This is an optimization exercise on Yosys and OpenROAD, whose aim is small area, a short achievable clock period and few clock cycles, not a production implementation.
Only simulation tests tie the RTL to the original design; equivalence was not proved.
Power figures rest on the tool's default switching activity, not on a simulated workload.

**config.mk**
```make
export PLATFORM = sky130hd
export DESIGN_NAME = cmp_coder
export DESIGN_NICKNAME = cmp_coder
export VERILOG_FILES = /design/flow/design.v
export SDC_FILE = /design/flow/constraint.sdc
export NUM_CORES = 4
export LEC_CHECK = 0
export ABC_AREA = 1
export CAP_MARGIN = 20
export CORE_MARGIN = 2
export CORE_UTILIZATION = 40
export SLEW_MARGIN = 20
```
**constraint.sdc**
```tcl
create_clock -name core_clock -period 15.0 [get_ports {clk}]
set_input_delay 3.0000 -clock core_clock [delete_from_list [all_inputs] [get_ports {clk}]]
set_output_delay 3.0000 -clock core_clock [all_outputs]
set_load 0.01 [all_outputs]
```
**design.v**
```verilog
module cmp_coder (
    input  wire        clk,
    input  wire        rst,
    input  wire        in_valid,
    output wire        in_ready,
    input  wire [15:0] in_x,
    input  wire [15:0] in_nb,
    input  wire [8:0]  cfg_nwords,
    input  wire [2:0]  cfg_avg,
    input  wire [3:0]  cfg_k,
    input  wire [7:0]  cfg_a,
    input  wire [7:0]  cfg_b,
    input  wire [7:0]  cfg_c,
    input  wire [9:0]  cfg_neighbour,
    input  wire        cfg_nb_use,
    output reg         out_valid,
    input  wire        out_ready,
    output reg  [31:0] out_data,
    output reg         out_last,
    output wire [23:0] out_bits,
    output wire [8:0]  out_escapes,
    output wire [63:0] out_header,
    output reg         out_coded
);
    function [15:0] wmask;
        input [2:0] avg;
        case (avg)
            3'd0: wmask = 16'h0FFF;
            3'd1: wmask = 16'h1FFF;
            3'd2: wmask = 16'h3FFF;
            3'd3: wmask = 16'h7FFF;
            default: wmask = 16'hFFFF;
        endcase
    endfunction
    reg  adv;         
    reg  adv0;        
    reg  adv0_o;      
    reg        v0, first0, last0;
    reg [15:0] x0, nb0;
    reg [7:0]  a0, b0, c0;
    reg [3:0]  k0;
    reg [2:0]  avg0;
    reg [9:0]  nbr0;
    reg [8:0]  n0;
    reg [8:0]  cnt;
    reg [15:0] hx1, hx2;
    reg        lastpend;
    assign in_ready = adv0_o;
    wire in_fire  = in_valid && adv0 && !rst;
    wire [15:0] imask  = wmask(cfg_avg);
    wire        ifirst = (cnt == 9'd0);
    wire [8:0]  cnt1   = cnt + 9'd1;
    wire        ilast  = (cnt1 == cfg_nwords);
    always @(posedge clk) begin
        if (rst) begin
            v0  <= 1'b0;
            cnt <= 9'd0;
        end else if (in_fire) begin
            v0  <= 1'b1;
            cnt <= ilast ? 9'd0 : cnt1;
        end else if (adv0) begin
            v0  <= 1'b0;
        end
        if (adv0) begin
            x0     <= in_x & imask;
            nb0    <= cfg_nb_use ? (in_nb & imask) : 16'd0;
            a0     <= cfg_a;
            b0     <= cfg_b;
            c0     <= cfg_c;
            k0     <= cfg_k;
            avg0   <= cfg_avg;
            nbr0   <= cfg_neighbour;
            n0     <= cfg_nwords;
            first0 <= ifirst;
            last0  <= ilast;
        end
        if (adv0 && v0) begin
            hx1 <= x0;
            hx2 <= first0 ? x0 : hx1;
        end
    end
    function [25:0] brow;
        input [7:0]  k;
        input [15:0] x;
        input [1:0]  j;
        input        pneg;      
        reg b2, b1, b0, neg, one, two;
        reg [16:0] m;
        reg [17:0] r;
        reg [25:0] v;
        begin
            b2 = k[2*j+1];
            b1 = k[2*j];
            b0 = (j == 2'd0) ? 1'b0 : k[2*j-1];
            neg = b2;
            one = b1 ^ b0;
            two = (b2 & ~b1 & ~b0) | (~b2 & b1 & b0);
            m = ({17{one}} & {1'b0, x}) | ({17{two}} & {x, 1'b0});
            r = {~neg, m ^ {17{neg}}};
            v = {8'd0, r} << (2*j);
            if (j != 2'd0)
                v[2*j-2] = pneg;
            brow = v;
        end
    endfunction
    function bneg;
        input [7:0] k;
        input [1:0] j;
        bneg = k[2*j+1];
    endfunction
    wire [25:0] rw [0:12];
    genvar gi;
    generate
        for (gi = 0; gi < 4; gi = gi + 1) begin : g_rows
            assign rw[gi]     = brow(a0, hx1, gi, (gi == 0) ? 1'b0 : bneg(a0, gi - 1));
            assign rw[4 + gi] = brow(b0, hx2, gi, (gi == 0) ? 1'b0 : bneg(b0, gi - 1));
            assign rw[8 + gi] = brow(c0, nb0, gi, (gi == 0) ? 1'b0 : bneg(c0, gi - 1));
        end
    endgenerate
    wire [1:0]  nsum = {1'b0, a0[7]} + {1'b0, b0[7]} + {1'b0, c0[7]};
    assign rw[12] = 26'h201FFC0 + {18'd0, nsum, 6'd0};
    function [51:0] csa;
        input [25:0] p, q, r;
        begin
            csa[25:0]  = p ^ q ^ r;
            csa[51:26] = ((p & q) | (p & r) | (q & r)) << 1;
        end
    endfunction
    wire [51:0] l1a = csa(rw[0], rw[1], rw[2]);
    wire [51:0] l1b = csa(rw[3], rw[4], rw[5]);
    wire [51:0] l1c = csa(rw[6], rw[7], rw[8]);
    wire [51:0] l1d = csa(rw[9], rw[10], rw[11]);
    wire [51:0] l2a = csa(l1a[25:0], l1a[51:26], l1b[25:0]);
    wire [51:0] l2b = csa(l1b[51:26], l1c[25:0], l1c[51:26]);
    wire [51:0] l2c = csa(l1d[25:0], l1d[51:26], rw[12]);
    wire [51:0] l3a = csa(l2a[25:0], l2a[51:26], l2b[25:0]);
    wire [51:0] l3b = csa(l2b[51:26], l2c[25:0], l2c[51:26]);
    wire [51:0] l4a = csa(l3a[25:0], l3a[51:26], l3b[25:0]);
    wire [51:0] l5a = csa(l4a[25:0], l4a[51:26], l3b[51:26]);
    reg        v1, first1, last1;
    reg [25:0] s1s, s1c;
    reg [15:0] x1;
    reg [3:0]  k1;
    reg [2:0]  avg1;
    always @(posedge clk) begin
        if (rst)
            v1 <= 1'b0;
        else if (adv)
            v1 <= v0 && adv0;
        if (adv) begin
            s1s    <= l5a[25:0];
            s1c    <= l5a[51:26];
            x1     <= x0;
            k1     <= k0;
            avg1   <= avg0;
            first1 <= first0;
            last1  <= last0;
        end
    end
    wire [15:0] m1    = wmask(avg1);
    wire [25:0] ssum  = s1s + s1c;
    wire [19:0] pre   = ssum[25:6];
    wire        p_neg = pre[19] & ~(&pre);
    wire        p_ovr = ~pre[19] & ((pre[19:4] & ~{4'd0, m1[15:4]}) != 16'd0 ||
                                    ((pre[15:0] & m1) == m1));
    wire [23:0] vx    = {x1, 6'd0};
    wire [23:0] vs    = ~s1s[23:0];
    wire [23:0] vc    = ~s1c[23:0];
    wire [23:0] vp    = vx ^ vs ^ vc;
    wire [23:0] vq    = {(vx[22:0] & vs[22:0]) | (vx[22:0] & vc[22:0]) | (vs[22:0] & vc[22:0]), 1'b1};
    wire [23:0] vsum  = vp + vq;
    wire [17:0] e_raw = vsum[23:6];
    wire [17:0] e_ovr = {2'b00, x1} - {2'b00, m1};
    wire [17:0] e     = p_neg ? {2'b00, x1} : p_ovr ? e_ovr : e_raw;
    wire [16:0] u     = {e[15:0], 1'b0} ^ {17{e[17]}};
    reg        v2, first2, last2;
    reg [16:0] u2;
    reg [15:0] x2;
    reg [3:0]  k2;
    reg [2:0]  avg2;
    always @(posedge clk) begin
        if (rst)
            v2 <= 1'b0;
        else if (adv)
            v2 <= v1;
        if (adv) begin
            u2     <= u;
            x2     <= x1;
            k2     <= k1;
            avg2   <= avg1;
            first2 <= first1;
            last2  <= last1;
        end
    end
    wire [16:0] q2    = u2 >> k2;
    wire        esc   = |q2[16:8];
    wire [11:0] kmsk  = ~(12'hFFF << k2);
    wire [11:0] rem2  = u2[11:0] & kmsk;
    wire [4:0]  w2    = 5'd12 + {2'd0, avg2};
    reg  [8:0]  co;
    reg  [15:0] ct;
    reg  [4:0]  cl;
    always @(*) begin
        if (first2) begin
            co = 9'd0;   ct = x2;   cl = w2;
        end else if (esc) begin
            co = 9'd256; ct = x2;   cl = w2;
        end else begin
            co = {1'b0, q2[7:0]};
            ct = {3'd0, rem2, 1'b0};
            cl = {1'b0, k2} + 5'd1;
        end
    end
    wire [8:0] clen = co + {4'd0, cl};
    reg        v3, first3, last3, esc3;
    reg [8:0]  o3, len3;
    reg [15:0] t3;
    reg [4:0]  l3;
    always @(posedge clk) begin
        if (rst)
            v3 <= 1'b0;
        else if (adv)
            v3 <= v2;
        if (adv) begin
            o3     <= co;
            t3     <= ct;
            l3     <= cl;
            len3   <= clen;
            esc3   <= esc & ~first2;
            first3 <= first2;
            last3  <= last2;
        end
    end
    wire        long3 = (len3[8:6] != 3'd0) | (len3[5] & (len3[4:0] != 5'd0));
    wire [4:0]  sh   = long3 ? (5'd0 - l3) : o3[4:0];    
    wire [31:0] spat = ~(32'hFFFFFFFF << sh) | ({16'd0, t3} << sh);
    wire [8:0]  rlen = !v3 ? 9'd0 : long3 ? (len3 - 9'd32) : 9'd0;
    wire [5:0]  slen = !v3 ? 6'd0 : long3 ? 6'd32 : len3[5:0];
    reg        vC, lastC;
    reg [8:0]  rC;
    reg [31:0] sC;
    reg [5:0]  lsC;
    reg [16:0] bacc, bits_o;
    reg [8:0]  eacc, esc_o;
    wire [16:0] bnext = (first3 ? 17'd0 : bacc) + {8'd0, len3};
    wire [8:0]  enext = (first3 ? 9'd0 : eacc) + {8'd0, esc3};
    reg  [31:0] acc;
    reg  [4:0]  p;
    reg         flush;
    reg         kv, k_last;
    reg  [31:0] k_data;
    wire        run      = !kv;
    reg  [4:0]  q;            
    reg         longstep;     
    wire        consume  = run && vC && (flush ? !lastC : !longstep);
    wire [31:0] ae   = flush ? 32'd0 : acc;
    wire [31:0] omsk = (32'hFFFFFFFF << p) & ~(32'hFFFFFFFF << q);
    wire [63:0] comb = {32'd0, ae | omsk} | ({32'd0, sC} << q);
    wire [6:0]  tpos = {2'd0, q} + {1'b0, lsC};
    reg         em_v, em_last;
    reg  [31:0] em_d;
    reg  [31:0] acc_n;
    reg  [4:0]  p_n;
    reg         flush_n;
    reg  [8:0]  r_n;
    always @(*) begin
        em_v = 1'b0; em_last = 1'b0; em_d = comb[31:0];
        acc_n = acc; p_n = p; flush_n = flush; r_n = rC;
        if (run) begin
            if (flush) begin
                em_v = 1'b1; em_last = 1'b1; em_d = acc;
                flush_n = 1'b0;
                acc_n = 32'd0; p_n = 5'd0;
                if (vC && !lastC) begin
                    acc_n = comb[31:0];
                    p_n   = tpos[4:0];
                end
            end else if (vC && longstep) begin
                em_v = 1'b1; em_d = acc | (32'hFFFFFFFF << p);
                r_n  = rC - (9'd32 - {4'd0, p});
                acc_n = 32'd0; p_n = 5'd0;
            end else if (vC) begin
                if (tpos[5]) begin
                    em_v    = 1'b1;
                    em_last = lastC && (tpos[4:0] == 5'd0);
                    acc_n   = comb[63:32];
                    p_n     = tpos[4:0];
                    flush_n = lastC && (tpos[4:0] != 5'd0);
                end else if (lastC) begin
                    em_v = 1'b1; em_last = 1'b1;
                    acc_n = 32'd0; p_n = 5'd0;
                end else begin
                    acc_n = comb[31:0];
                    p_n   = tpos[4:0];
                end
            end
        end
    end
    wire otake = out_valid && out_ready;
    reg [39:0] hdr;
    reg [7:0]  rawr;
    wire [12:0] nw   = n0 * (5'd12 + {2'd0, avg0});
    wire [7:0]  rawn = nw[12:5] + {7'd0, |nw[4:0]};
    wire [11:0] codw = bits_o[16:5] + {11'd0, |bits_o[4:0]} + 12'd2;
    assign out_bits    = {7'd0, bits_o};
    assign out_escapes = esc_o;
    assign out_header  = {hdr, 7'd0, bits_o};
    always @(posedge clk) begin
        if (rst) begin
            vC        <= 1'b0;
            rC        <= 9'd0;
            lsC       <= 6'd0;
            acc       <= 32'd0;
            p         <= 5'd0;
            flush     <= 1'b0;
            kv        <= 1'b0;
            out_valid <= 1'b0;
            lastpend  <= 1'b0;
        end else begin
            if (adv)
                vC <= v3;
            else if (consume)
                vC <= 1'b0;
            acc   <= acc_n;
            p     <= p_n;
            flush <= flush_n;
            if (kv) begin
                if (otake || !out_valid) begin
                    out_valid <= 1'b1;
                    out_data  <= k_data;
                    out_last  <= k_last;
                    kv        <= 1'b0;
                end
            end else if (em_v) begin
                if (otake || !out_valid) begin
                    out_valid <= 1'b1;
                    out_data  <= em_d;
                    out_last  <= em_last;
                end else begin
                    kv     <= 1'b1;
                    k_data <= em_d;
                    k_last <= em_last;
                end
            end else if (otake) begin
                out_valid <= 1'b0;
            end
            if (adv0 && v0 && last0)
                lastpend <= 1'b1;
            else if (otake && out_last)
                lastpend <= 1'b0;
        end
        if (adv) begin
            sC    <= spat;
            lastC <= last3;
        end
        if (rst) begin
        end else if (adv) begin
            rC    <= rlen;
            lsC   <= slen;
        end else if (run && vC && !flush && longstep) begin
            rC    <= r_n;
        end
        if (adv && v3) begin
            bacc <= bnext;
            eacc <= enext;
            if (last3) begin
                bits_o <= bnext;
                esc_o  <= enext;
            end
        end
        if (adv0 && v0 && last0) begin
            hdr  <= {nbr0, c0, b0, a0, 2'b00, k0};
            rawr <= rawn;
        end
        out_coded <= codw < {4'd0, rawr};
    end
    wire        vC_n    = adv ? v3 : vC;
    wire        lastC_n = adv ? last3 : lastC;
    wire [6:0]  xq      = {2'd0, q} + {1'b0, lsC} + {2'd0, rlen[4:0]};
    wire        xls     = (rlen[8:5] != 4'd0) | (tpos[5] ? xq[6] : (xq[6] | xq[5]));
    reg  [4:0]  q_n;
    reg         ls_n;
    always @(*) begin
        q_n = xq[4:0]; ls_n = xls;
        if (!run && vC) begin
            q_n = q; ls_n = longstep;
        end else if (!run) begin
        end else if (flush) begin
            if (vC && lastC) begin
                q_n = 5'd0; ls_n = 1'b0;
            end
        end else if (vC && longstep) begin
            q_n = q; ls_n = (r_n[8:5] != 4'd0);
        end else if (vC && lastC && !tpos[5]) begin
            q_n = rlen[4:0]; ls_n = (rlen[8:5] != 4'd0);
        end else if (vC && lastC && tpos[4:0] != 5'd0) begin
            q_n = 5'd0; ls_n = 1'b0;
        end
    end
    wire        kv_n    = kv ? (out_valid && !out_ready) : (em_v && out_valid && !out_ready);
    wire        adv_n   = !vC_n || (!kv_n && (flush_n ? !lastC_n : !ls_n));
    wire        v0_n    = in_fire || (v0 && !adv0);
    wire        last0_n = adv0 ? ilast : last0;
    wire        lp_n    = (adv0 && v0 && last0) || (lastpend && !(otake && out_last));
    wire        adv0_n  = adv_n && !(v0_n && last0_n && lp_n);
    always @(posedge clk) begin
        if (rst) begin
            adv      <= 1'b1;
            adv0     <= 1'b1;
            adv0_o   <= 1'b1;
            longstep <= 1'b0;
            q        <= 5'd0;
        end else begin
            adv      <= adv_n;
            adv0     <= adv0_n;
            adv0_o   <= adv0_n;
            longstep <= ls_n;
            q        <= q_n;
        end
    end
endmodule
```
**flow/run.sh**
```bash
#!/bin/bash
set -euo pipefail
cd "$(dirname "$0")/.."
MARGIN=$(cat flow/margin.txt)
bash standard.sh SETUP_SLACK_MARGIN=$MARGIN TNS_END_PERCENT=100 finish > flow_make.log 2>&1
```
**flow/margin.txt**
```
10.5
```
**standard.sh**
```bash
#!/bin/bash
# synth_recipe.tcl (not shown) runs the flow's synth.tcl, then flattens the netlist and writes it again
# the make line also repeats each setting of config.mk as NAME=value (left out here)
make -C /OpenROAD-flow-scripts/flow DESIGN_CONFIG=/design/flow/config.mk WORK_HOME=/design/flow/orfs CLKGATE_MAP_FILE= SYNTH_SCRIPT=/design/flow/synth_recipe.tcl "${@:-finish}"
```
==> results of run 1 <==
[placed cells by master, fill, tap and decap left out, drive strengths merged, types with 21 or more instances in the layout]
cell           count
nor2             297
clkinv            46
nand2            995
clkdlybuf4s50     85
mux2i             34
o22ai            183
dlygate4sd2      107
dfxtp             76
conb              21
fa               220
a31oi             29
o21ai            401
or2               25
nand4             29
nor3              33
clkbuf            83
ha               198
xor2             261
nand3            185
edfxtp           470
buf              135
inv              851
xnor2             31
a21oi            177
o211ai            54
[cell type report]
class	instances	area, µm²
fill	10100	55600
multi-input combinational	3293	22000
sequential	546	15600
inverter	876	3330
timing repair buffer	338	3000
clock buffer	80	1760
tap	1380	1730
clock inverter	39	463
antenna	2	5.00
[layer usage]
metal  wire length (µm)  share of wire, %
met1              53300                43
met2              59700                48
met3               7710               6.2
met4               4060               3.3
met5                  0                 0
[what timing repair did]
| action | 4_1_cts | 5_1_grt |
|---|---|---|
| setup endpoints to repair | 192 | 47 |
| gates resized for setup | 156 | 47 |
| cloned | 0 | 4 |
| setup buffers | 39 | 41 |
| pin swaps | 1 | 14 |
[flip-flops by register name, indices dropped and copies added (netlist names), 10 cells and up]
name	cells
sC	32
x2	16
t3	16
hx1	16
bacc	17
k_data	32
bits_o	17
hx2	16
s1c	24
x0	16
out_data	32
nbr0	10
s1s	25
hdr	38
x1	16
u2	17
acc	32
nb0	16
[metrics by stage]
step / hold slack (ps) / power (mW) / std cells / utilization, % / worst slack (ps)
after floorplan: 400 / 5.40 / 4939 / - / 10290
after global placement: 401 / 6.54 / 6347 / 43.4 / 9810
after detailed placement: 407 / 6.61 / 6348 / 43.4 / 9790
after CTS: 418 / 8.34 / 6506 / 45.8 / 10370
after global routing: 430 / 9.10 / 6552 / 46.3 / 10430
final: 419 / 8.31 / 6554 / 46.3 / 10530
[path summary, 6_finish.rpt]
kind                      from                end  slack (ps)  cells after the start
max           hdr[3]$_DFFE_PP_     out_header[27]       10530                      1
min          nbr0[7]$_DFFE_PP_  hdr[37]$_DFFE_PP_         420                      0
max reg2reg    b0[3]$_DFFE_PP_  s1s[17]$_DFFE_PP_       10660                     15
min reg2reg  nbr0[7]$_DFFE_PP_  hdr[37]$_DFFE_PP_         420                      0
[power by group through the flow]
| stage | clock (mW) | sequential, mW | combinational [mW] |
|---|---|---|---|
| after floorplan | 0 | 2.17 | 3.23 |
| after global routing | 1.77 | 2.23 | 5.10 |
| after global placement | 0 | 2.25 | 4.29 |
| final | 1.67 | 2.21 | 4.43 |
| after CTS | 1.72 | 2.21 | 4.40 |
| after detailed placement | 0 | 2.25 | 4.36 |
[cell families after synthesis]
kind of cell	share of synthesized area [%]
and+or+nand+nor	15.7
AOI/OAI and AO/OA	13.0
buffers and inverters	10.3
muxes	0.816
adders and majority gates	16.5
other	0.0180
DFF	37.5
xor gates and xnor gates	6.14
==> results.yml, run 1 <==
run_status:
  outcome: "no timing/DRC/antenna violations"
timing:
  final_max_slew_viol_count: 0
  skew_ps: 44.8
  setup_violations: 0
  finalCriticalPeriod_ps: 4470
  slew_headroom_pct: 31.9
  fmax_mhz: 224
  setup_tns_ps: 0
  worst_pin_slew_ps: 1020
  rsz0062_at_grt: "true"
  hold_viol_final: 0
  period_share_pct: 29.8
logic_synthesis:
  syn_inst: 4920
  yosysWarnings: 1
  synth-edff-count: 470
  ys_top_cells_by_area: "edfxtp_1, fa_1, nand2_1"
  postSynthAreaPerCell_um2: 8.47
  netlist.area_leader.share_pct: 33.9
  synth_commonest_cells: "nand2_1, inv_1, edfxtp_1, o21ai_0, nor2_1"
  netlist_area_mm2: 0.0417
  ys_async_sr_fraction_pct: 0
  yosysTopAreaCell: "edfxtp_1"
  ys_types: 65
  synth_seq_cells: 546
  synth_flop_cell: "edfxtp_1"
  yosysSeqAreaShare_pct: 37.5
  yosysMostFrequentCell: "nand2_1"
clock_network:
  cts_root_buf: "clkbuf_16"
  cts_tree: "yes"
  cts_max_level: 3
  path_clk_slew_ps: 60
  numCtsBuffers: 67
  ctsHoldBuffers: 0
  clk_latency_ps: 660
  cts_buffer_depth: 3
  cts.sinks: 546
global_route:
  overflow: 0
  grt_use_met3_pct: 2.84
  grt_first_pass_wirelength_um: 190000
  use_met2_pct: 38.9
  top_usage_layer: "met2"
  use_met1_pct: 30.3
  grt_max_degree: 79
  antenna_found_initial: 2
  grt_usage_pct: 23.0
  grt_pass1_vias: 32500
worst_setup_path:
  critPathKind: "flop to primary output"
  crit_required_ps: 12000
  critPathMaxFanout: 1
  crit_arrival_ps: 1470
  crit_path_end_kind: "primary output"
  crit_path_max_incr_delay_ps: 490
  crit_path_start_kind: "flop"
  cpMaxStageDelayCell: "edfxtp_1"
  cp.buffers_inverters: 1
  critical-path-top-delay-family: "flip-flops"
  path_cells: "dlygate4sd2_1"
route:
  first_pass_iters: 6
  drt_iter0_markers: 3017
  drc_errors: 0
  routed_wirelength_um: 125000
  num_vias: 34100
  ant_nets: 0
  wire_per_inst_um: 19.0
  viasPerCell: 5.20
placement:
  dp_hpwl_um: 93600
  gp_congestion: 0.947
  placed_cell_area_mm2: 0.0450
  portBuffers: 203
power_and_ir_drop:
  vdd_drop_max_mv: 0.159
  seqPwrFrac_pct: 26.6
  power_density_mw_per_mm2: 174
  clockPowerShare_pct: 20.1
  p_int_mw: 4.65
  switchingPower_mw: 3.67
  p_sw_share_pct: 44.1
  p_comb_share_pct: 53.2
  power_leakage_nw: 21.9
layout:
  layout-drive-gt1-share_pct: 6.65
  nets: 5627
  area_growth_pct: 14.9
  final_area_mm2: 0.0479
floorplanning:
  die_h_um: 327
  die_area_mm2: 0.107
  core-area_mm2: 0.103
  start_util_pct: 40.3
  die_w_um: 327
  num_rows: 118
  num_io_pins: 220
hold_path:
  hold_class: "flop to flop"
job:
  cap_violations: 0
Testbench counts, summed over its fixed seeds: cycles 24,457.
==> inputs of run 2 (changes only) <==
--- a/design.v
+++ b/design.v
@@ -43,5 +43,5 @@
     reg [9:0]  nbr0;
     reg [8:0]  n0;
-    reg [8:0]  cnt;
+    reg [8:0]  left;           
     reg [15:0] hx1, hx2;
     reg        lastpend;
@@ -49,14 +49,13 @@
     wire in_fire  = in_valid && adv0 && !rst;
     wire [15:0] imask  = wmask(cfg_avg);
-    wire        ifirst = (cnt == 9'd0);
-    wire [8:0]  cnt1   = cnt + 9'd1;
-    wire        ilast  = (cnt1 == cfg_nwords);
+    wire        ifirst = (left == 9'd0);
+    wire        ilast  = ifirst ? (cfg_nwords == 9'd1) : (left == 9'd1);
     always @(posedge clk) begin
         if (rst) begin
             v0  <= 1'b0;
-            cnt <= 9'd0;
+            left <= 9'd0;
         end else if (in_fire) begin
             v0  <= 1'b1;
-            cnt <= ilast ? 9'd0 : cnt1;
+            left <= ifirst ? cfg_nwords - 9'd1 : left - 9'd1;
         end else if (adv0) begin
             v0  <= 1'b0;
--- a/config.mk
+++ b/config.mk
@@ -10,3 +10,5 @@
 export CORE_MARGIN = 2
 export CORE_UTILIZATION = 40
+export CTS_CLUSTER_DIAMETER = 100
+export CTS_CLUSTER_SIZE = 30
 export SLEW_MARGIN = 20
==> run 2 against run 1 <==
Register-to-register slack hardly changed. Still clean on timing, DRC and antenna. Synthesized cell count is 0.35% higher. Sequential share of layout area is 0.79 points higher. Critical path type unchanged. Highest routed layer is now met5. Die area is 0.31% higher. Clock skew is 8.2 ps lower. Worst setup slack worse by 41 ps.
==> results.yml, run 2 <==
floorplanning:
  die_w_um: 327
  num_rows: 118
  start_util_pct: 40.3
  die_area_mm2: 0.107
  num_io_pins: 220
  die_h_um: 327
  core-area_mm2: 0.104
layout:
  nets: 5586
  antennaDiodeCount: 0
  area_growth_pct: 11.9
  largest-register: "hdr"
  most-common-layout-cells: "nand2_1, inv_1, edfxtp_1, o21ai_0, nor2_1"
  final_util_pct: 45.1
  layout-drive-gt1-share_pct: 5.35
  mostFrequentLayoutCell: "nand2_1"
  largest_reg_flops: 38
logic_synthesis:
  ys_types: 67
  postSynthAreaPerCell_um2: 8.47
  yosysSeqAreaShare_pct: 37.4
  netlist_area_mm2: 0.0418
  netlist.area_leader.share_pct: 33.8
  ys_async_sr_fraction_pct: 0
  yosysWarnings: 1
  syn_inst: 4937
  yosysTopAreaCell: "edfxtp_1"
  synth_flop_cell: "edfxtp_1"
  synth_seq_cells: 546
  ys_top_cells_by_area: "edfxtp_1, fa_1, nand2_1"
  synth_commonest_cells: "nand2_1, inv_1, edfxtp_1, o21ai_0, nor2_1"
  yosysMostFrequentCell: "nand2_1"
  synth-edff-count: 470
hold_path:
  hold_class: "flop to flop"
timing:
  final_max_slew_viol_count: 0
  fmax_mhz: 222
  period_share_pct: 30.1
  hold_viol_final: 0
  rsz0062_at_grt: "true"
  slew_headroom_pct: 30.5
  setup_violations: 0
  skew_ps: 36.6
  worst_pin_slew_ps: 1030
  finalCriticalPeriod_ps: 4510
  setup_tns_ps: 0
route:
  routed_wirelength_um: 121000
  viasPerCell: 5.20
  drt_iter0_markers: 2708
  num_vias: 33700
  drc_errors: 0
  wire_per_inst_um: 18.6
  ant_nets: 0
  first_pass_iters: 6
clock_network:
  ctsHoldBuffers: 0
  cts.sinks: 546
  numCtsBuffers: 31
  path_clk_slew_ps: 120
  cts_max_level: 1
  cts_root_buf: "clkbuf_16"
  cts_buffer_depth: 3
  clk_latency_ps: 690
  cts_tree: "yes"
global_route:
  grt_pass1_vias: 32700
  grt_first_pass_wirelength_um: 187000
  overflow: 0
  grt_max_degree: 69
  grt_usage_pct: 22.1
  antenna_found_initial: 3
worst_setup_path:
  critPathKind: "flop to primary output"
  critPathMaxFanout: 2
  crit_path_start_kind: "flop"
  crit_arrival_ps: 1510
  crit_path_end_kind: "primary output"
  crit_required_ps: 12000
power_and_ir_drop:
  power_density_mw_per_mm2: 179
  vdd_drop_max_mv: 0.113
  power_leakage_nw: 21.3
  p_total_mw: 8.36
placement:
  gp_congestion: 0.919
  dp_hpwl_um: 92600
  portBuffers: 203
job:
  cap_violations: 0
run_status:
  outcome: "no timing/DRC/antenna violations"
[run 2: cell count changes after synthesis, moves of 5 or more]
cell	previous run	this run
a21oi_1	176	185
mux2i_1	34	25
xor2_1	261	250
o211ai_1	54	48
inv_1	841	853
nor2_1	290	276
or2_2	23	12
o21ai_1	6	12
nor3_1	32	37
nand4_1	29	36
o21ai_0	392	386
buf_2	22	17
xnor2_1	31	44
[run 2: timing repair]
action,in CTS,in global routing
gates resized for setup,183,25
pin swaps,0,4
setup buffers,50,17
endpoints found under the setup margin,161,42
[run 2: kinds of logic after synthesis]
| kind of cell | synth area share (%) |
|---|---|
| compound gates | 13.1 |
| xor+xnor | 6.16 |
| fa+ha+maj | 16.5 |
| buf+inv | 10.4 |
| flops | 37.4 |
| mux | 0.598 |
| other cells | 0.0180 |
| simple gates | 15.8 |
[run 2: layer usage]
layer	routed length, µm	GRT usage [%]
met5	13	0
met4	4350	7.10
met3	7550	3.53
met2	57200	37.6
met1	51600	28.8
[run 2: final timing paths]
check	from	to	slack, ps	depth (start not counted)
max	bits_o[3]$_DFFE_PP_	out_bits[3]	10490	3
min reg2reg	nbr0[6]$_DFFE_PP_	hdr[36]$_DFFE_PP_	420	0
max reg2reg	c0[1]$_DFFE_PP_	s1s[13]$_DFFE_PP_	10650	14
min	nbr0[6]$_DFFE_PP_	hdr[36]$_DFFE_PP_	420	0
[run 2: metrics by stage]
stage	cells	instance area [µm²]	setup slack (ps)	hold WS, ps
after global placement	6356	45000	9810	401
after floorplan	4956	42000	10470	400
after CTS	6467	46600	10420	417
after global routing	6484	46800	10410	414
final	6484	46800	10490	416
after detailed placement	6359	45100	9840	405
[run 2: cell type report]
type                    instances  area, µm²
multi-input cells            3302      22000
inverters                     883       3360
fillers                     10300      56900
clock inverters                22        364
repair buffers                315       2880
clock buffers                  36        805
flip-flops and latches        546      15600
well taps                    1380       1730
[run 2: critical path: stages (launching register included)]
cell and delay [ps]:
edfxtp_1 460, buf_6 150, buf_6 120, buf_6 110
[run 2: where the power goes]
group	internal, mW	total [mW]	switching (mW)
clock	0.438	1.05	0.617
sequential	2.16	2.31	0.149
combinational	1.82	5.00	3.18
total	4.42	8.36	3.95
Testbench counts of run 2, summed over its fixed seeds: cycles 24,457.
==> inputs of run 3 (changes only) <==
--- a/config.mk
+++ b/config.mk
@@ -9,6 +9,4 @@
 export CAP_MARGIN = 20
 export CORE_MARGIN = 2
-export CORE_UTILIZATION = 40
-export CTS_CLUSTER_DIAMETER = 100
-export CTS_CLUSTER_SIZE = 30
+export CORE_UTILIZATION = 60
 export SLEW_MARGIN = 20
==> run 3 against run 2 <==
Critical path depth decreased by 2. Hold slack worse by 11 ps. Die area fell by 33%. Wire length grew 5.0%. Register-to-register slack lost 110 ps. Final cell count is 6.2% lower. Global-route usage rose by 13 points. Utilization up 23 points. Cell area up 0.21%. Area after synthesis unchanged. Sequential power is 3% higher. Count of clock-buffer cells in the layout rose by 36. Critical path type unchanged.
==> results.yml, run 3 <==
floorplanning:
  die_h_um: 268
  num_rows: 96
  num_io_pins: 220
  die_w_um: 268
  die_area_mm2: 0.0718
  start_util_pct: 60.8
  core-area_mm2: 0.0688
worst_setup_path:
  r2r_cells: 15
  cpMaxStageDelayCell: "edfxtp_1"
  crit_path_end_kind: "primary output"
  r2r_slack_ps: 10540
  critPathMaxFanout: 1
  crit_path_start_kind: "flop"
  crit_path_max_incr_delay_ps: 500
  path_cells: "dlygate4sd2_1"
  critPathKind: "flop to primary output"
  r2r-start: "c0[1]$_DFFE_PP_"
  crit_arrival_ps: 1470
  crit_required_ps: 12000
  cp.buffers_inverters: 1
  r2r_end: "s1s[14]$_DFFE_PP_"
  critical-path-top-delay-family: "flip-flops"
route:
  drt_iter0_markers: 3714
  wire_per_inst_um: 20.8
  num_vias: 34800
  viasPerCell: 5.72
  first_pass_iters: 6
  drc_errors: 0
  ant_nets: 0
  routed_wirelength_um: 127000
logic_synthesis:
  yosysMostFrequentCell: "nand2_1"
  synth_commonest_cells: "nand2_1, inv_1, edfxtp_1, o21ai_0, nor2_1"
  ys_top_cells_by_area: "edfxtp_1, fa_1, nand2_1"
  synth_flop_cell: "edfxtp_1"
  syn_inst: 4937
  postSynthAreaPerCell_um2: 8.47
  ys_types: 67
  yosysWarnings: 1
  netlist.area_leader.share_pct: 33.8
  netlist_area_mm2: 0.0418
  ys_async_sr_fraction_pct: 0
  synth-edff-count: 470
  yosysSeqAreaShare_pct: 37.4
  synth_seq_cells: 546
  yosysTopAreaCell: "edfxtp_1"
layout:
  fillCellCount: 5833
  layout-drive-gt1-share_pct: 5.69
  nets: 5609
  final-seq-area_mm2: 0.0156
  most-common-layout-cells: "nand2_1, inv_1, edfxtp_1, o21ai_0, nor2_1"
  largest_reg_flops: 38
  mostFrequentLayoutCell: "nand2_1"
  largest-register: "hdr"
  area_growth_pct: 12.1
  multiInputGateArea_mm2: 0.0220
  final_area_mm2: 0.0469
global_route:
  grt_max_degree: 73
  grt_use_met3_pct: 5.01
  grt_usage_pct: 35.1
  top_usage_layer: "met2"
  grt_first_pass_wirelength_um: 192000
  overflow: 0
  antenna_found_initial: 0
  grt_pass1_vias: 33300
  use_met2_pct: 58.6
  use_met1_pct: 43.5
clock_network:
  cts_max_level: 2
  cts.sinks: 546
  ctsHoldBuffers: 0
  clk_latency_ps: 650
  cts_root_buf: "clkbuf_16"
  numCtsBuffers: 59
  path_clk_slew_ps: 70
  cts_tree: "yes"
  cts_buffer_depth: 3
timing:
  hold_viol_final: 0
  skew_ps: 31.6
  period_share_pct: 29.8
  final_max_slew_viol_count: 0
  setup_violations: 0
  worst_pin_slew_ps: 1120
  fmax_mhz: 224
  rsz0062_at_grt: "false"
  fin_ws_ps: 10530
  finalCriticalPeriod_ps: 4470
  slew_headroom_pct: 25.4
  setup_tns_ps: 0
placement:
  placed_cell_area_mm2: 0.0444
  place_ws_ps: 9860
  gp_congestion: 0.999
  dp_hpwl_um: 94700
  portBuffers: 203
hold_path:
  whs_path_depth: 0
  worstHoldStart: "last2$_DFFE_PP_"
  min_to: "last3$_DFFE_PP_"
  hold_class: "flop to flop"
power_and_ir_drop:
  power_leakage_nw: 21.6
  power_density_mw_per_mm2: 191
  vdd_drop_max_mv: 0.207
job:
  cap_violations: 0
run_status:
  outcome: "no timing/DRC/antenna violations"
==> run 3: how the worst max path moves through the flow <==
stage	from	to	slack, ps	cells after the start
3_5_place_dp	c0[5]$_DFFE_PP_	s1s[13]$_DFFE_PP_	9860	13
2_1_floorplan	rst	k_data[0]$_DFFE_PP_	10470	4
3_3_place_gp	c0[1]$_DFFE_PP_	s1s[14]$_DFFE_PP_	9740	13
4_1_cts	b0[7]$_DFFE_PP_	s1s[15]$_DFFE_PP_	10460	10
5_1_grt	c0[1]$_DFFE_PP_	s1s[14]$_DFFE_PP_	10470	15
6_report	hdr[3]$_DFFE_PP_	out_header[27]	10530	1
==> run 3: repair_timing <==
| item | 4_1_cts | 5_1_grt |
|---|---|---|
| setup endpoints to repair | 166 | 64 |
| pin swaps | 0 | 1 |
| gates resized for setup | 136 | 23 |
| gates cloned | 0 | 1 |
| setup buffers | 37 | 29 |
==> run 3: area by class of cell <==
cell class / instances / area share [%]
clock buffers: 72 / 3.27
flip-flops and latches: 546 / 33.4
repair buffers: 309 / 5.91
diodes: 1 / 0.00534
inverters: 883 / 7.16
multi-input cells: 3303 / 47.0
well taps: 931 / 2.48
clock inverters: 38 / 0.817
==> run 3: worst reg2reg max path, cell delays in order (launching register included) <==
cell	delay (ps)
edfxtp_1	480
buf_4	210
nand2_2	140
nor2_1	100
a21oi_4	180
buf_12	150
o22ai_1	80
xor2_1	170
fa_1	500
inv_1	50
fa_1	490
inv_1	60
fa_1	570
fa_1	570
inv_1	50
fa_1	420
==> run 3: logic make-up after synthesis <==
group | count (synthesis) | synth area share (%)
AO/OA/AOI/OAI | 952 | 13.1
adder cells (fa/ha/maj) | 420 | 16.5
buffers and inverters | 1108 | 10.4
other | 2 | 0.0180
XOR/XNOR | 294 | 6.16
multiplexers | 25 | 0.598
flip-flops | 546 | 37.4
AND/OR/NAND/NOR | 1590 | 15.8
==> run 3: layer usage <==
metal,wire length (µm),share of wire (%)
met3,9150,7.2
met1,48300,38
met5,0,0
met4,8710,6.9
met2,60700,48
==> run 3: report_power, final <==
group / switching [mW] / total [mW] / internal, mW
Clock: 0.644 / 1.48 / 0.833
Sequential: 0.217 / 2.38 / 2.16
Combinational: 3.25 / 5.08 / 1.83
Total: 4.11 / 8.93 / 4.83
==> run 3: per-stage QoR <==
step,hold slack (ps),total power [mW],std cells,util [%]
2_1_floorplan,400,5.96,4956,-
3_3_place_gp,401,7.26,5905,64.5
3_5_place_dp,405,7.42,5905,64.6
4_1_cts,408,8.91,6052,67.7
5_1_grt,420,9.71,6082,68.1
6_report,405,8.93,6083,68.1
==> inputs of run 4 (changes only) <==
--- a/design.v
+++ b/design.v
@@ -301,5 +301,5 @@
     wire [12:0] nw   = n0 * (5'd12 + {2'd0, avg0});
     wire [7:0]  rawn = nw[12:5] + {7'd0, |nw[4:0]};
-    wire [11:0] codw = bits_o[16:5] + {11'd0, |bits_o[4:0]} + 12'd2;
+    wire [11:0] codw = bnext[16:5] + {11'd0, |bnext[4:0]} + 12'd2;
     assign out_bits    = {7'd0, bits_o};
     assign out_escapes = esc_o;
@@ -364,6 +364,7 @@
             eacc <= enext;
             if (last3) begin
-                bits_o <= bnext;
-                esc_o  <= enext;
+                bits_o    <= bnext;
+                esc_o     <= enext;
+                out_coded <= codw < {4'd0, rawr};
             end
         end
@@ -372,5 +373,4 @@
             rawr <= rawn;
         end
-        out_coded <= codw < {4'd0, rawr};
     end
     wire        vC_n    = adv ? v3 : vC;
--- a/config.mk
+++ b/config.mk
@@ -10,3 +10,5 @@
 export CORE_MARGIN = 2
 export CORE_UTILIZATION = 60
+export CTS_CLUSTER_DIAMETER = 100
+export CTS_CLUSTER_SIZE = 30
 export SLEW_MARGIN = 20
==> run 4 against run 3 <==
Register-to-register slack worse by 40 ps. Non-clock buffer count is 6 lower. Sequential power down 2%. Sequential share of layout area rose by 0.41 points. Largest cell class unchanged. Sequential cell count is the same. Via count barely moved. Global-route usage shrank 0.85 points.
==> results.yml, run 4 <==
run_status:
  outcome: "no timing/DRC/antenna violations"
placement:
  gp_congestion: 0.999
  placed_cell_area_mm2: 0.0445
  place_ws_ps: 9680
  portBuffers: 203
  dp.cells: 5923
  dp_hpwl_um: 93500
worst_setup_path:
  path_cells: "buf_6 -> buf_6 -> buf_6 -> a21oi_4 -> buf_12 -> o22ai_2 -> xor2_1 -> fa_1 -> inv_2 -> fa_1 -> inv_2 -> fa_1 -> fa_1 -> inv_2 -> fa_1"
  critPathMaxFanout: 7
  cpMaxStageDelayCell: "fa_1"
  cp.buffers_inverters: 7
  cpMostUsedCell: "fa_1"
  crit_path_max_incr_delay_ps: 560
  crit_path_end_kind: "flop"
  crit_required_ps: 15390
  critical-path-top-delay-family: "adder cells"
  critPathKind: "flop to flop"
  crit_path_start_kind: "flop"
  crit_arrival_ps: 4890
logic_synthesis:
  syn_inst: 4953
  synth_commonest_cells: "nand2_1, inv_1, edfxtp_1, o21ai_0, nor2_1"
  synth_seq_cells: 546
  postSynthAreaPerCell_um2: 8.46
  ys_async_sr_fraction_pct: 0
  netlist.area_leader.share_pct: 33.7
  ys_types: 69
  yosysSeqAreaShare_pct: 37.3
  yosysWarnings: 1
  ys_top_cells_by_area: "edfxtp_1, fa_1, nand2_1"
  netlist_area_mm2: 0.0419
  synth_flop_cell: "edfxtp_1"
  synth-edff-count: 471
  yosysMostFrequentCell: "nand2_1"
  yosysTopAreaCell: "edfxtp_1"
global_route:
  grt_first_pass_wirelength_um: 189000
  overflow: 0
  grt_pass1_vias: 32900
  antenna_found_initial: 1
  grt_usage_pct: 34.2
  grt_max_degree: 75
route:
  viasPerCell: 5.77
  drc_errors: 0
  ant_nets: 0
  drt_iter0_markers: 3789
  wire_per_inst_um: 20.6
  routed_wirelength_um: 124000
  num_vias: 34800
  first_pass_iters: 7
power_and_ir_drop:
  p_sw_share_pct: 48.1
  p_comb_share_pct: 60.5
  power_density_mw_per_mm2: 185
  p_int_mw: 4.45
  switchingPower_mw: 4.14
  vdd_drop_max_mv: 0.249
  seqPwrFrac_pct: 27.2
  power_leakage_nw: 21.2
  clockPowerShare_pct: 12.3
layout:
  area_growth_pct: 10.5
  layoutNonFillerInstCount: 6039
  largest-register: "hdr"
  final_util_pct: 67.3
  final_area_mm2: 0.0463
  most-common-layout-cells: "nand2_1, inv_1, edfxtp_1, o21ai_0, nor2_1"
  nets: 5592
  antennaDiodeCount: 0
  largest_reg_flops: 38
  layout-drive-gt1-share_pct: 5.60
  mostFrequentLayoutCell: "nand2_1"
timing:
  worst_pin_slew_ps: 1070
  setup_violations: 0
  skew_ps: 51.2
  setup_tns_ps: 0
  period_share_pct: 30.0
  fin_ws_ps: 10500
  hold_viol_final: 0
  final_max_slew_viol_count: 0
  finalCriticalPeriod_ps: 4500
  rsz0062_at_grt: "true"
  fmax_mhz: 222
  slew_headroom_pct: 28.4
clock_network:
  cts.sinks: 546
  ctsHoldBuffers: 0
  cts_root_buf: "clkbuf_16"
  path_clk_slew_ps: 110
  cts_tree: "yes"
  cts_max_level: 1
  numCtsBuffers: 31
  cts_buffer_depth: 3
  clk_latency_ps: 670
floorplanning:
  die_w_um: 268
  core-area_mm2: 0.0688
  start_util_pct: 60.9
  die_area_mm2: 0.0720
  num_rows: 96
  num_io_pins: 220
  die_h_um: 268
job:
  cap_violations: 0
hold_path:
  hold_class: "flop to flop"
==> run 4: cell families (layout without fill, tap and decap cells) <==
family          count (synthesis)  after routing  share of synthesized area, %
other cells                     2             21                        0.0179
flops                         546            546                          37.3
mux                            30             30                         0.717
xor+xnor                      294            294                          6.16
fa+ha+maj                     420            420                          16.5
simple gates                 1638           1638                          16.2
buf+inv                      1091           1227                          10.3
compound gates                932            932                          12.8
==> run 4: power groups by stage <==
| stage | Combinational, mW | Clock, mW | Sequential, mW |
|---|---|---|---|
| 3_5_place_dp | 5.08 | 0 | 2.37 |
| 3_3_place_gp | 4.94 | 0 | 2.38 |
| 4_1_cts | 5.12 | 1.07 | 2.34 |
| 6_report | 5.20 | 1.06 | 2.33 |
| 5_1_grt | 5.87 | 1.12 | 2.35 |
| 2_1_floorplan | 3.73 | 0 | 2.24 |
==> run 4: final timing paths <==
path	to	start	cells past startpoint	slack (ps)
setup reg to reg	s1s[10]$_DFFE_PP_	c0[3]$_DFFE_PP_	15	10500
hold / removal	last3$_DFFE_PP_	last2$_DFFE_PP_	0	420
setup / recovery	s1s[10]$_DFFE_PP_	c0[3]$_DFFE_PP_	15	10500
hold reg to reg	last3$_DFFE_PP_	last2$_DFFE_PP_	0	420
==> run 4: stage by stage <==
step,hold WS [ps],power (mW)
after detailed placement,406,7.45
after global placement,401,7.31
after global routing,431,9.34
after floorplan,400,5.97
after CTS,424,8.53
final,420,8.59
==> run 4: worst reg2reg max path: stages, from the launching register on <==
cell	delay (ps)
edfxtp_1	490
buf_6	160
buf_6	110
buf_6	120
a21oi_4	230
buf_12	160
o22ai_2	70
xor2_1	180
fa_1	540
inv_2	40
fa_1	540
inv_2	60
fa_1	480
fa_1	560
inv_2	50
fa_1	450
==> run 4: final cells by class <==
| type | instances | area, µm² |
|---|---|---|
| well taps | 931 | 1160 |
| flip-flops and latches | 546 | 15700 |
| inverters | 867 | 3300 |
| multi-input cells | 3335 | 22300 |
| fillers | 5881 | 22500 |
| clock buffers | 33 | 783 |
| repair inverters | 1 | 7.51 |
| clock inverters | 23 | 385 |
| repair buffers | 303 | 2760 |
==> run 4: timing repair <==
action,CTS,global route
cloned,0,2
endpoints found under the setup margin,167,67
pin swaps,0,28
gates resized for setup,138,69
setup buffers,31,27
hold endpoints to repair,0,0
==> run 4: layer usage <==
metal	wire [µm]	GRT usage, %	up-vias
met3	9050	4.05	354
li1	-	-	16400
met4	8020	18.7	0
met5	0	0	-
met2	58400	56.3	1659
met1	48700	44.4	16400
Testbench counts of run 4, summed over its fixed seeds: cycles 24,457.
==> inputs of run 5 (changes only) <==
==> flow/run.sh (replaced) <==
#!/bin/bash
set -euo pipefail
cd "$(dirname "$0")/.."
MARGIN=$(cat flow/margin.txt)
PORTBUF=$(cat flow/portbuf.txt)
bash standard.sh SETUP_SLACK_MARGIN=$MARGIN TNS_END_PERCENT=100 \
  "BUFFER_PORTS_ARGS=-buffer_cell $PORTBUF" finish > flow_make.log 2>&1
==> flow/portbuf.txt (new file) <==
sky130_fd_sc_hd__buf_2
--- a/config.mk
+++ b/config.mk
@@ -9,5 +9,5 @@
 export CAP_MARGIN = 20
 export CORE_MARGIN = 2
-export CORE_UTILIZATION = 60
+export CORE_UTILIZATION = 40
 export CTS_CLUSTER_DIAMETER = 100
 export CTS_CLUSTER_SIZE = 30
==> run 5 against run 4 <==
Register-to-register slack improved by 140 ps. Global-route usage decreased by 11 points. Die area increased by 49%. Critical path depth decreased by 9. Largest power group unchanged. Synthesized cell count unchanged. Non-clock buffer count decreased by 3. Final cell count increased by 7.5%. Clock power increased by 6%. Fmax increased by 2.4%. Utilization decreased by 23 points. Clock skew decreased by 7.9 ps.
==> results.yml, run 5 <==
clock_network:
  cts.sinks: 546
  numCtsBuffers: 34
  clk_latency_ps: 640
  ctsHoldBuffers: 0
  cts_root_buf: "clkbuf_16"
  cts_max_level: 2
  cts_tree: "yes"
  path_clk_slew_ps: 100
  cts_buffer_depth: 3
power_and_ir_drop:
  power_leakage_nw: 21.0
  power_density_mw_per_mm2: 186
  vdd_drop_max_mv: 0.102
  p_total_mw: 8.55
layout:
  largest_reg_flops: 38
  final_area_mm2: 0.0459
  largest-register: "hdr"
  final-seq-area_mm2: 0.0157
  antennaDiodeCount: 0
  layout-drive-gt1-share_pct: 9.06
  nets: 5591
  area_growth_pct: 9.47
  multiInputGateArea_mm2: 0.0221
  mostFrequentLayoutCell: "nand2_1"
  fillCellCount: 10200
  most-common-layout-cells: "nand2_1, inv_1, edfxtp_1, o21ai_0, nor2_1"
  layoutNonFillerInstCount: 6489
  final_util_pct: 44.2
logic_synthesis:
  postSynthAreaPerCell_um2: 8.46
  synth_commonest_cells: "nand2_1, inv_1, edfxtp_1, o21ai_0, nor2_1"
  netlist.area_leader.share_pct: 33.7
  ys_top_cells_by_area: "edfxtp_1, fa_1, nand2_1"
  yosysMostFrequentCell: "nand2_1"
  synth-edff-count: 471
  synth_seq_cells: 546
  ys_types: 69
  syn_inst: 4953
  yosysWarnings: 1
  synth_flop_cell: "edfxtp_1"
  yosysSeqAreaShare_pct: 37.3
  netlist_area_mm2: 0.0419
  yosysTopAreaCell: "edfxtp_1"
  ys_async_sr_fraction_pct: 0
job:
  cap_violations: 0
route:
  drt_iter0_markers: 2762
  num_vias: 33700
  viasPerCell: 5.20
  first_pass_iters: 7
  routed_wirelength_um: 125000
  ant_nets: 0
  drc_errors: 0
  wire_per_inst_um: 19.2
worst_setup_path:
  crit_path_end_kind: "flop"
  crit_arrival_ps: 4680
  critPathKind: "input pin to flop"
  critPathMaxFanout: 42
  crit_path_start_kind: "input pin"
  r2r_cells: 13
  crit_required_ps: 15290
timing:
  worst_pin_slew_ps: 995
  fin_ws_ps: 10610
  hold_viol_final: 0
  whs_ps: 415
  final_max_slew_viol_count: 0
  setup_tns_ps: 0
  slew_headroom_pct: 33.5
  skew_ps: 43.3
  setup_violations: 0
  rsz0062_at_grt: "true"
  finalCriticalPeriod_ps: 4390
  fmax_mhz: 228
  period_share_pct: 29.3
placement:
  gp_congestion: 0.974
  placed_cell_area_mm2: 0.0441
  portBuffers: 203
  place_ws_ps: 9850
  dp.cells: 6373
  dp_hpwl_um: 96600
hold_path:
  whs_path_depth: 0
  hold_class: "flop to flop"
global_route:
  grt_max_degree: 78
  grt_usage_pct: 22.9
  antenna_found_initial: 4
  grt_first_pass_wirelength_um: 190000
  overflow: 0
  grt_pass1_vias: 32700
floorplanning:
  die_area_mm2: 0.107
  die_w_um: 328
  die_h_um: 328
  num_rows: 118
  num_io_pins: 220
  start_util_pct: 40.4
  core-area_mm2: 0.104
run_status:
  outcome: "no timing/DRC/antenna violations"
run 5: layer usage:
layer / vias to the layer above / GRT usage [%] / share of wire, %
met3: 207 / 3.64 / 6.1
li1: 16400 / - / -
met5: - / 0 / 0.026
met4: 6 / 9.27 / 4.3
met1: 16100 / 29.0 / 42
met2: 1056 / 38.9 / 47
run 5: power breakdown:
| group | switching (mW) | internal, mW |
|---|---|---|
| combinational | 3.30 | 1.86 |
| clock | 0.614 | 0.505 |
| sequential | 0.141 | 2.13 |
| total | 4.06 | 4.50 |
run 5: area by class of cell:
cell class	count	share of cell area, %
clock buffers	35	1.91
inverters	867	7.16
repair buffers	300	3.96
well taps	1380	3.76
multi-input cells	3335	48.3
clock inverters	26	0.807
flip-flops and latches	546	34.1
run 5: worst paths after layout:
path / start / endpoint / slack [ps]
worst max register to register: c0[1]$_DFFE_PP_ / s1s[15]$_DFFE_PP_ / 10640
worst max-delay path: rst / k_data[16]$_DFFE_PP_ / 10610
worst min-delay path: k1[0]$_DFFE_PP_ / k2[0]$_DFFE_PP_ / 420
worst min register to register: k1[0]$_DFFE_PP_ / k2[0]$_DFFE_PP_ / 420
run 5: what timing repair did:
action	CTS	global route
gates resized for setup	12	26
endpoints found under the hold margin	0	0
pin swaps	0	0
buffers inserted	31	24
setup endpoints to repair	48	35
run 5: critical path, cell delays in order:
cell	delay [ps]
buf_2	100
buf_4	270
inv_4	470
nand3_4	120
nor3_4	240
buf_4	430
run 5: cell families (layout without fill, tap and decap cells):
family	after synthesis	after routing	share of synthesized area (%)
AO/OA/AOI/OAI	932	932	12.8
XOR/XNOR	294	294	6.16
adder cells (fa/ha/maj)	420	420	16.5
buffers and inverters	1091	1228	10.3
flip-flops	546	546	37.3
multiplexers	30	30	0.717
other	2	21	0.0179
AND/OR/NAND/NOR	1638	1638	16.2
==> inputs of run 6 (changes only) <==
--- a/config.mk
+++ b/config.mk
@@ -9,5 +9,5 @@
 export CAP_MARGIN = 20
 export CORE_MARGIN = 2
-export CORE_UTILIZATION = 40
+export CORE_UTILIZATION = 60
 export CTS_CLUSTER_DIAMETER = 100
 export CTS_CLUSTER_SIZE = 30
==> run 6 against run 5 <==
Cell area down 1.5%. Non-clock buffer count fell by 4. Register-to-register slack worse by 70 ps. Critical path depth up 9. Area after synthesis stayed put. Global-route usage up 11 points. Utilization is 21 points higher. Sequential share of layout area increased by 0.53 points. Clock skew fell by 7.4 ps. Still clean on timing, DRC and antenna. Wire length decreased by 2.0%. Largest power group unchanged. Worst setup slack lost 36 ps.
==> results.yml, run 6 <==
run_status:
  outcome: "no timing/DRC/antenna violations"
layout:
  largest-register: "hdr"
  fillCellCount: 6026
  multiInputGateArea_mm2: 0.0222
  most-common-layout-cells: "nand2_1, inv_1, edfxtp_1, o21ai_0, nor2_1"
  final-seq-area_mm2: 0.0157
  mostFrequentLayoutCell: "nand2_1"
  final_area_mm2: 0.0452
  nets: 5582
  layout-drive-gt1-share_pct: 8.99
  area_growth_pct: 7.78
  largest_reg_flops: 38
global_route:
  antenna_found_initial: 3
  overflow: 0
  grt_pass1_vias: 32300
  grt_max_degree: 84
  grt_first_pass_wirelength_um: 185000
  grt_usage_pct: 33.5
hold_path:
  worstHoldStart: "nbr0[4]$_DFFE_PP_"
  hold_class: "flop to flop"
logic_synthesis:
  yosysSeqAreaShare_pct: 37.3
  netlist_area_mm2: 0.0419
  synth-edff-count: 471
  netlist.area_leader.share_pct: 33.7
  yosysWarnings: 1
  synth_commonest_cells: "nand2_1, inv_1, edfxtp_1, o21ai_0, nor2_1"
  yosysMostFrequentCell: "nand2_1"
  postSynthAreaPerCell_um2: 8.46
  syn_inst: 4953
  ys_top_cells_by_area: "edfxtp_1, fa_1, nand2_1"
  ys_types: 69
  synth_seq_cells: 546
  yosysTopAreaCell: "edfxtp_1"
  ys_async_sr_fraction_pct: 0
  synth_flop_cell: "edfxtp_1"
power_and_ir_drop:
  vdd_drop_max_mv: 0.180
  power_leakage_nw: 20.9
  power_density_mw_per_mm2: 188
clock_network:
  clk_latency_ps: 660
  path_clk_slew_ps: 110
  cts_tree: "yes"
  cts_buffer_depth: 3
  cts_root_buf: "clkbuf_16"
  cts_max_level: 1
  numCtsBuffers: 29
  cts.sinks: 546
timing:
  skew_ps: 35.9
  setup_tns_ps: 0
  worst_pin_slew_ps: 1180
  finalCriticalPeriod_ps: 4430
  slew_headroom_pct: 21.3
  final_max_slew_viol_count: 0
  setup_violations: 0
  hold_viol_final: 0
  rsz0062_at_grt: "true"
  period_share_pct: 29.5
  fmax_mhz: 226
job:
  cap_violations: 0
worst_setup_path:
  crit_required_ps: 15400
  critPathMaxFanout: 15
  r2r-start: "b0[3]$_DFFE_PP_"
  critPathKind: "flop to flop"
  crit_path_start_kind: "flop"
  cp-startpoint: "b0[3]$_DFFE_PP_"
  crit_arrival_ps: 4830
  crit_path_end_kind: "flop"
floorplanning:
  start_util_pct: 60.9
  num_rows: 96
  die_area_mm2: 0.0720
  num_io_pins: 220
  die_h_um: 268
  core-area_mm2: 0.0688
  die_w_um: 268
placement:
  placed_cell_area_mm2: 0.0435
  dp_hpwl_um: 93800
  portBuffers: 203
  gp_congestion: 0.999
route:
  wire_per_inst_um: 20.3
  viasPerCell: 5.70
  num_vias: 34400
  drc_errors: 0
  routed_wirelength_um: 122000
  ant_nets: 0
  drt_iter0_markers: 3707
  first_pass_iters: 9
[run 6: changes by cell type in the layout (fill, tap and decap cells not counted), moves of 3 or more]
cell | previous run | this run
a21oi_1 | 178 | 175
clkbuf_16 | 35 | 29
a21oi_4 | 1 | 4
clkbuf_1 | 0 | 4
nor2_1 | 301 | 297
buf_4 | 86 | 83
buf_8 | 4 | 1
inv_12 | 6 | 2
[run 6: final cells by class]
cell class              instances  share of cell area [%]
multi-input cells            3335                    49.1
flip-flops and latches        546                    34.7
inverters                     867                    7.29
repair buffers                296                    3.93
well taps                     931                    2.58
clock buffers                  34                    1.67
clock inverters                19                   0.742
diodes                          1                 0.00554
[run 6: what timing repair did]
item | CTS | global route
pin swaps | 0 | 3
endpoints found under the setup margin | 47 | 65
gates resized for setup | 21 | 35
buffers inserted | 32 | 20
hold buffers | 0 | 0
[run 6: final timing paths]
path                                     endpoint  slack, ps  cells after the start
worst min register to register  hdr[34]$_DFFE_PP_        430                      0
worst max register to register  s1s[17]$_DFFE_PP_      10570                     15
worst max-delay path            s1s[17]$_DFFE_PP_      10570                     15
worst min-delay path            hdr[34]$_DFFE_PP_        430                      0
[run 6: power breakdown]
part | internal [mW] | leakage [nW] | switching (mW) | total, mW
Sequential | 2.14 | 5.33 | 0.190 | 2.33
Combinational | 1.85 | 15.1 | 3.31 | 5.16
Clock | 0.433 | 0.519 | 0.584 | 1.02
[run 6: kinds of logic (layout without fill, tap and decap cells)]
group / count (synthesis) / count (layout) / synth area share [%]
AND/OR/NAND/NOR: 1638 / 1638 / 16.2
buffers and inverters: 1091 / 1216 / 10.3
AO/OA/AOI/OAI: 932 / 932 / 12.8
flip-flops: 546 / 546 / 37.3
adder cells (fa/ha/maj): 420 / 420 / 16.5
XOR/XNOR: 294 / 294 / 6.16
multiplexers: 30 / 30 / 0.717
other: 2 / 22 / 0.0179
[run 6: per-layer routing]
layer | global-route usage (%) | vias to the layer above | part of all wire, % | wire [µm]
li1 | - | 16400 | - | -
met1 | 43.9 | 16200 | 40 | 48700
met2 | 55.6 | 1414 | 47 | 58000
met3 | 3.64 | 327 | 6.5 | 7970
met4 | 16.9 | 2 | 6.1 | 7490
met5 | 0 | - | 0.011 | 13
[run 6: through the flow]
| stage | utilization (%) | hold WS (ps) | cells | power [mW] | worst slack, ps |
|---|---|---|---|---|---|
| after floorplan | - | 400 | 4972 | 5.97 | 10290 |
| after global placement | 63.2 | 401 | 5922 | 7.33 | 9750 |
| after detailed placement | 63.2 | 405 | 5923 | 7.46 | 9720 |
| after CTS | 65.2 | 431 | 6008 | 8.47 | 10470 |
| after global routing | 65.6 | 440 | 6028 | 9.24 | 10480 |
| final | 65.6 | 430 | 6029 | 8.51 | 10570 |
[run 6: critical path, cell delays in order, from the launching register on]
cell and delay, ps:
edfxtp_1 510, nand2_1 130, inv_1 50, nor2_2 170, clkinvlp_4 110, buf_4 200, o22ai_1 260, xor2_1 130
fa_1 540, inv_1 80, fa_1 500, inv_1 50, fa_1 480, fa_1 490, inv_1 50, fa_1 430
==> inputs of run 7 (changes only) <==
--- a/design.v
+++ b/design.v
@@ -163,11 +163,5 @@
     wire        p_ovr = ~pre[19] & ((pre[19:4] & ~{4'd0, m1[15:4]}) != 16'd0 ||
                                     ((pre[15:0] & m1) == m1));
-    wire [23:0] vx    = {x1, 6'd0};
-    wire [23:0] vs    = ~s1s[23:0];
-    wire [23:0] vc    = ~s1c[23:0];
-    wire [23:0] vp    = vx ^ vs ^ vc;
-    wire [23:0] vq    = {(vx[22:0] & vs[22:0]) | (vx[22:0] & vc[22:0]) | (vs[22:0] & vc[22:0]), 1'b1};
-    wire [23:0] vsum  = vp + vq;
-    wire [17:0] e_raw = vsum[23:6];
+    wire [17:0] e_raw = {2'b00, x1} + ~pre[17:0];       
     wire [17:0] e_ovr = {2'b00, x1} - {2'b00, m1};
     wire [17:0] e     = p_neg ? {2'b00, x1} : p_ovr ? e_ovr : e_raw;
--- a/config.mk
+++ b/config.mk
@@ -9,5 +9,5 @@
 export CAP_MARGIN = 20
 export CORE_MARGIN = 2
-export CORE_UTILIZATION = 60
+export CORE_UTILIZATION = 40
 export CTS_CLUSTER_DIAMETER = 100
 export CTS_CLUSTER_SIZE = 30
==> run 7 against run 6 <==
Still clean. Sequential cell count is 2 lower. Sequential power about the same. Clock power grew 8%. Register-to-register slack gained 20 ps. Wire length decreased by 4.9%. Critical path type unchanged. Critical endpoint is now s1s[14]$_DFFE_PP_. Largest cell class unchanged.
==> results.yml, run 7 <==
run_status:
  outcome: "no timing/DRC/antenna violations"
worst_setup_path:
  cpMostUsedCell: "fa_1"
  r2r-start: "c0[1]$_DFFE_PP_"
  cp.buffers_inverters: 7
  crit_path_start_kind: "flop"
  crit_path_max_incr_delay_ps: 550
  crit_path_end_kind: "flop"
  r2r_slack_ps: 10590
  cpMaxStageDelayCell: "fa_1"
  r2r_cells: 16
  path_depth: 16
  path_cells: "buf_6 -> nand2_2 -> inv_1 -> nor2_4 -> clkinvlp_4 -> buf_4 -> o22ai_2 -> xor2_1 -> fa_1 -> inv_1 -> fa_1 -> inv_2 -> fa_1 -> fa_1 -> inv_1 -> fa_1"
  critical-path-top-delay-family: "adder cells"
  crit_required_ps: 15380
  crit_arrival_ps: 4790
  r2r_end: "s1s[14]$_DFFE_PP_"
  critPathKind: "flop to flop"
  critPathMaxFanout: 5
power_and_ir_drop:
  clockPowerShare_pct: 13.0
  vdd_drop_max_mv: 0.103
  switchingPower_mw: 3.99
  seqPwrFrac_pct: 27.1
  power_leakage_nw: 20.4
  p_sw_share_pct: 47.1
  p_comb_share_pct: 59.9
  p_total_mw: 8.47
  power_density_mw_per_mm2: 189
  p_int_mw: 4.48
timing:
  rsz0062_at_grt: "true"
  skew_ps: 61.0
  finalCriticalPeriod_ps: 4410
  worst_pin_slew_ps: 944
  period_share_pct: 29.4
  fmax_mhz: 227
  setup_tns_ps: 0
  fin_ws_ps: 10590
  hold_viol_final: 0
  setup_violations: 0
  slew_headroom_pct: 37.1
  final_max_slew_viol_count: 0
clock_network:
  cts_tree: "yes"
  clk_latency_ps: 640
  cts_buffer_depth: 3
  numCtsBuffers: 34
  cts.sinks: 544
  cts_max_level: 2
  path_clk_slew_ps: 90
  cts_root_buf: "clkbuf_16"
placement:
  gp_congestion: 0.945
  portBuffers: 203
  place_ws_ps: 9410
  dp.cells: 6098
  dp_hpwl_um: 87500
logic_synthesis:
  netlist.area_leader.share_pct: 34.8
  synth-edff-count: 469
  ys_top_cells_by_area: "edfxtp_1, fa_1, nand2_1"
  synth_flop_cell: "edfxtp_1"
  synth_seq_cells: 544
  yosysMostFrequentCell: "nand2_1"
  netlist_area_mm2: 0.0405
  synth_commonest_cells: "nand2_1, inv_1, edfxtp_1, o21ai_0, nor2_1"
  yosysWarnings: 1
  postSynthAreaPerCell_um2: 8.49
  ys_async_sr_fraction_pct: 0
  ys_types: 63
  syn_inst: 4768
  yosysTopAreaCell: "edfxtp_1"
  yosysSeqAreaShare_pct: 38.5
layout:
  largest_reg_flops: 38
  most-common-layout-cells: "nand2_1, inv_1, edfxtp_1, o21ai_0, nor2_1"
  area_growth_pct: 10.5
  nets: 5374
  largest-register: "hdr"
  final_util_pct: 44.6
  antennaDiodeCount: 0
  layoutNonFillerInstCount: 6237
  mostFrequentLayoutCell: "nand2_1"
  layout-drive-gt1-share_pct: 10.2
global_route:
  antenna_found_initial: 1
  grt_first_pass_wirelength_um: 180000
  grt_pass1_vias: 31700
  grt_max_degree: 75
  grt_usage_pct: 22.3
  overflow: 0
route:
  ant_nets: 0
  viasPerCell: 5.21
  first_pass_iters: 7
  routed_wirelength_um: 116000
  wl_met3_um: 5340
  drt_iter0_markers: 2522
  met1Wirelength_um: 48500
  num_vias: 32500
  top_layer: "met5"
  drc_errors: 0
  wire_per_inst_um: 18.6
  wl_met2_um: 56800
floorplanning:
  core-area_mm2: 0.100
  num_rows: 116
  die_area_mm2: 0.104
  die_h_um: 322
  start_util_pct: 40.4
  num_io_pins: 220
  die_w_um: 322
hold_path:
  whs_path_depth: 0
  hold_class: "flop to flop"
  worstHoldStart: "k1[3]$_DFFE_PP_"
  min_to: "k2[3]$_DFFE_PP_"
job:
  cap_violations: 0
## run 7: layer usage
layer  global-route usage (%)  vias up
li1                         -    15900
met1                     27.8    15400
met2                     39.0      972
met3                     2.19      221
met4                     9.84        2
met5                        0        -
## run 7: how the worst max path moves through the flow
stage / from / end / slack [ps]
after CTS: a0[0]$_DFFE_PP_ / s1s[5]$_DFFE_PP_ / 10450
final: c0[1]$_DFFE_PP_ / s1s[14]$_DFFE_PP_ / 10590
after global routing: b0[3]$_DFFE_PP_ / s1s[7]$_DFFE_PP_ / 10390
after detailed placement: a0[3]$_DFFE_PP_ / s1s[6]$_DFFE_PP_ / 9410
after floorplan: rst / k_data[0]$_DFFE_PP_ / 10470
after global placement: a0[3]$_DFFE_PP_ / s1s[5]$_DFFE_PP_ / 9320
## run 7: cells by family after synthesis
| group | synth area share (%) |
|---|---|
| buf+inv | 10.1 |
| other cells | 0.0186 |
| fa+ha+maj | 15.4 |
| xor+xnor | 6.30 |
| compound gates | 13.3 |
| mux | 0.693 |
| flops | 38.5 |
| simple gates | 15.7 |
## run 7: timing repair
action,4_1_cts,5_1_grt
endpoints found under the hold margin,0,0
hold buffers,0,0
resized for setup,28,47
pin swaps,1,6
setup buffers,46,29
cloned,1,1
endpoints found under the setup margin,49,55
## run 7: worst register-to-register path, cell delays in order, from the launching register on
cell and delay, ps:
edfxtp_1 470, buf_6 180, nand2_2 70, inv_1 70, nor2_4 180, clkinvlp_4 170, buf_4 170, o22ai_2 140
xor2_1 100, fa_1 510, inv_1 50, fa_1 510, inv_2 60, fa_1 480, fa_1 560, inv_1 50
fa_1 430
## run 7: through the flow
stage	instance area, µm²	hold slack, ps
2_1_floorplan	40600	400
3_3_place_gp	42500	401
3_5_place_dp	42600	405
4_1_cts	44300	426
5_1_grt	44700	435
6_report	44700	423
## run 7: power groups by stage
stage / Clock (mW) / Sequential (mW) / Combinational [mW]
final: 1.10 / 2.30 / 5.07
after global routing: 1.18 / 2.31 / 5.85
after CTS: 1.14 / 2.29 / 5.05
after detailed placement: 0 / 2.34 / 5.00
after global placement: 0 / 2.34 / 4.88
after floorplan: 0 / 2.26 / 3.73
## run 7: area by class of cell
class / count / area (µm²)
fillers: 9907 / 55400
well taps: 1298 / 1620
clock buffers: 39 / 912
repair inverters: 2 / 12.5
repair buffers: 319 / 1980
flip-flops and latches: 544 / 15600
clock inverters: 23 / 332
multi-input cells: 3198 / 21100
inverters: 814 / 3100
Testbench counts of run 7, summed over its fixed seeds: cycles 24,457.

-- re-timing with driven ports --
In the flow no input, the clock included, has a driving cell. The finished layouts below were timed again as built, in two steps.
Step 1, drivers: a clkbuf_16 drives clk and a buf_2 each remaining input, both assumed.
Step 2 also shifts input and output timing later by t, the mid clock arrival at the registers, as if the neighbouring blocks saw the same clock.
Three values: ideal ports, drivers, drivers and shift; two values: the first two.
run	t (ns)	setup slack, ns	clock arrival spread, ns	worst slew at a driven data input, ns	cell pins on the clock port's net
run 1	0.702	10.527 / 10.459 / 10.078	0.048 / 0.048	0.12	1
run 2	0.738	10.486 / 10.417 / 10.021	0.039 / 0.039	0.16	1
run 3	0.703	10.529 / 10.459 / 9.990	0.031 / 0.032	0.09	1
run 4	0.718	10.500 / 10.484 / 9.982	0.054 / 0.055	0.12	1
run 5	0.690	10.607 / 10.638 / 9.963	0.046 / 0.046	0.14	1
run 6	0.712	10.571 / 10.571 / 9.969	0.036 / 0.036	0.09	1
run 7	0.673	10.593 / 10.593 / 10.176	0.061 / 0.061	0.12	1
After both steps every run listed still meets setup and hold. The setup slack of run 5, which loses most, moves by +0.031 ns with the drivers and by -0.644 ns with both steps.
